This design comes from an exercise in tuning for small area, a short achievable clock period and few clock cycles on the open sky130 flow, not from production work. The RTL was checked by simulation tests, not by an equivalence proof against the original design.

// crc_channel
module crc_channel (
    input  wire        clk,
    input  wire        rst,             
    input  wire        cmd_go,
    input  wire [2:0]  cmd_set,
    input  wire        cmd_expect_en,
    input  wire [31:0] cmd_len,
    input  wire [63:0] cmd_exp,
    input  wire        cmd_terminate,
    input  wire        in_valid,
    output wire        in_ready,
    input  wire [63:0] in_data,
    output reg         done,
    output wire [1:0]  state,
    output reg  [7:0]  code,
    output reg         match,
    output reg  [63:0] result
);
Settings: LEC_CHECK=0, CAP_MARGIN=50, CORE_MARGIN=2, CORE_UTILIZATION=40, CTS_BUF_LIST=sky130_fd_sc_hd__clkbuf_8, SLEW_MARGIN=50, SYNTH_HIERARCHICAL=1; clock period 20.0 ns.
standard.sh (not shown) runs the stock make flow with config.mk's settings and CLKGATE_MAP_FILE= SYNTH_SCRIPT=/design/flow/synth_recipe.tcl, a recipe that flattens the netlist after the stock synthesis.
==> flow/flow/run.sh <==
#!/bin/bash
# The standard layout (standard.sh: standard synthesis, floorplan, placement,
# CTS, routing, finish), with one change: the buffers that buffer_ports puts on
# every input and output port are sky130_fd_sc_hd__buf_2 cells instead of the
# cell buffer_ports picks by itself (clkdlybuf4s50_1, a delay cell).
# make's full output goes to flow_make.log here; each ORFS step also writes its
# own log under orfs/logs/.
set -euo pipefail
bash standard.sh 'BUFFER_PORTS_ARGS=-buffer_cell sky130_fd_sc_hd__buf_2' finish > flow_make.log 2>&1
Testbench counts at the start, summed over its fixed seeds: cycles 18,581.
Change:
Settings changed: CAP_MARGIN 50 to 20, CTS_BUF_LIST sky130_fd_sc_hd__clkbuf_8 to not set, SLEW_MARGIN 50 to 20.
Synthesized area is unchanged.
Final cell count decreases by about 0.65%.
Design area goes down by 2.3%.
Sequential share of layout area rose by 0.45 points.
Worst setup slack is worse by 0.30 ns.
Clock skew drops by 0.034 ns.
Die area is unchanged.
Core utilization shrinks by 1.1 points.
Non-clock buffer count goes down by 9.
Change:
Settings changed: CTS_BUF_LIST set to sky130_fd_sc_hd__clkbuf_8, SLEW_MARGIN 20 to 58.
Routed wire length stays flat.
Setup slack is better by 0.43 ns.
Register-to-register slack is better by 0.49 ns.
Core utilization rose by 2.4 points.

---

JK:
Another version of the RTL of crc_channel (not shown whole).
Size: roughly 3,700 cells after synthesis, ~320 flip-flops, ~250 I/O pins.
// crc_channel
module crc_channel (
    input  wire        clk,
    input  wire        rst,             
    input  wire        cmd_go,
    input  wire [2:0]  cmd_set,
    input  wire        cmd_expect_en,
    input  wire [31:0] cmd_len,
    input  wire [63:0] cmd_exp,
    input  wire        cmd_terminate,
    input  wire        in_valid,
    output wire        in_ready,
    input  wire [63:0] in_data,
    output reg         done,
    output wire [1:0]  state,
    output reg  [7:0]  code,
    output reg         match,
    output reg  [63:0] result
);
    localparam [7:0] DONE_OK          = 8'h00;
    localparam [7:0] REJECTED_INVALID = 8'h10;
    localparam [7:0] ABORTED_FAULT    = 8'h21;
    localparam [7:0] FAILED_CHECK     = 8'h32;
    reg        run_q;       
    reg        st_q;        
    reg        rdy_q;       
    reg        valid_q;     
    reg        pend_q;      
    reg        first_q;     
    reg        nb_q;        
    reg [4:0]  sel_q;       
    reg [2:0]  k_q;         
    reg [7:0]  mh_q;        
    reg [6:0]  mt_q;        
    reg        rj_q;        
    reg        z_q;         
    reg        exp_en_q;
    reg [63:0] xexp_q;      
    reg [31:3] rem_q;       
    reg [63:0] rot_q;       
    reg [63:0] crc_q;       
  ...
export LEC_CHECK = 0
export CAP_MARGIN = 20
export CORE_MARGIN = 2
export CORE_UTILIZATION = 40
export CTS_BUF_LIST = sky130_fd_sc_hd__clkbuf_8
export SLEW_MARGIN = 50
export SYNTH_HIERARCHICAL = 1
create_clock -name core_clock -period 20.0 [get_ports {clk}]
Scripts as last shown in full above: flow/flow/run.sh
Testbench counts of JK, summed over its fixed seeds: cycles 18,581.
Input changes introduced in MS (baseline for comparison: JK):
Settings: PLACE_DENSITY now 0.65, previously not set; SLEW_MARGIN now 58, was 50.
No stage failed in MS, and the final checks on the layout all came back clean.
The worst hold slack of MS was inferior to that of JK.
Diff JK -> MS: ratio of final minimum period to clock period has increased; via count of the first global-routing pass about even.
From MS to JK, mapped cell area did not move at all.
MS vs JK, worst setup path startpoint: cmd_set[2] vs mh_q[4]
Per the comparison of MS with JK, maximum cell stage delay along the critical path -0.12 ns; via count +about 0.8%; final global-route overflow total ~0 delta; length of routed wiring on met1 +5800 µm; maximum frequency -about 2.4%.

## afterwards: timing with drivers on the ports
The flow's constraints put no driver on any port. The routed layouts listed below were extracted and timed again, unchanged, in two steps.
Step 1 assumes that a clkbuf_16 drives the clock port and a buf_2 every other input.
Step 2, shift: input delay + t, output delay - t, t = (earliest + latest rising clock arrival at the registers) / 2. This alone moves slack from input paths to output paths.
a / b / c = ideal / step 1 / step 2; a / b = the first two.
run | t, ns | setup WS [ns] | hold slack, ns | clock arrival spread, ns | cell pins on the clock port's net
the first run of note 1 | 0.718 | 14.383 / 14.383 / 13.774 | 0.450 / 0.450 / 0.450 | 0.069 / 0.068 | 1
the second run of note 1 | 0.588 | 14.085 / 14.085 / 13.731 | 0.449 / 0.449 / 0.449 | 0.032 / 0.032 | 1
the third run of note 1 | 0.686 | 14.518 / 14.539 / 13.853 | 0.448 / 0.448 / 0.448 | 0.077 / 0.076 | 1
JK | 0.669 | 14.409 / 14.409 / 14.039 | 0.451 / 0.451 / 0.451 | 0.059 / 0.059 | 1
MS | 0.665 | 14.273 / 14.306 / 13.641 | 0.447 / 0.447 / 0.447 | 0.033 / 0.034 | 1
After both steps setup and hold are still met in every run listed. For the third run of note 1, which loses most, drivers alone change the setup slack by +0.021 ns; drivers and shift together by -0.665 ns.
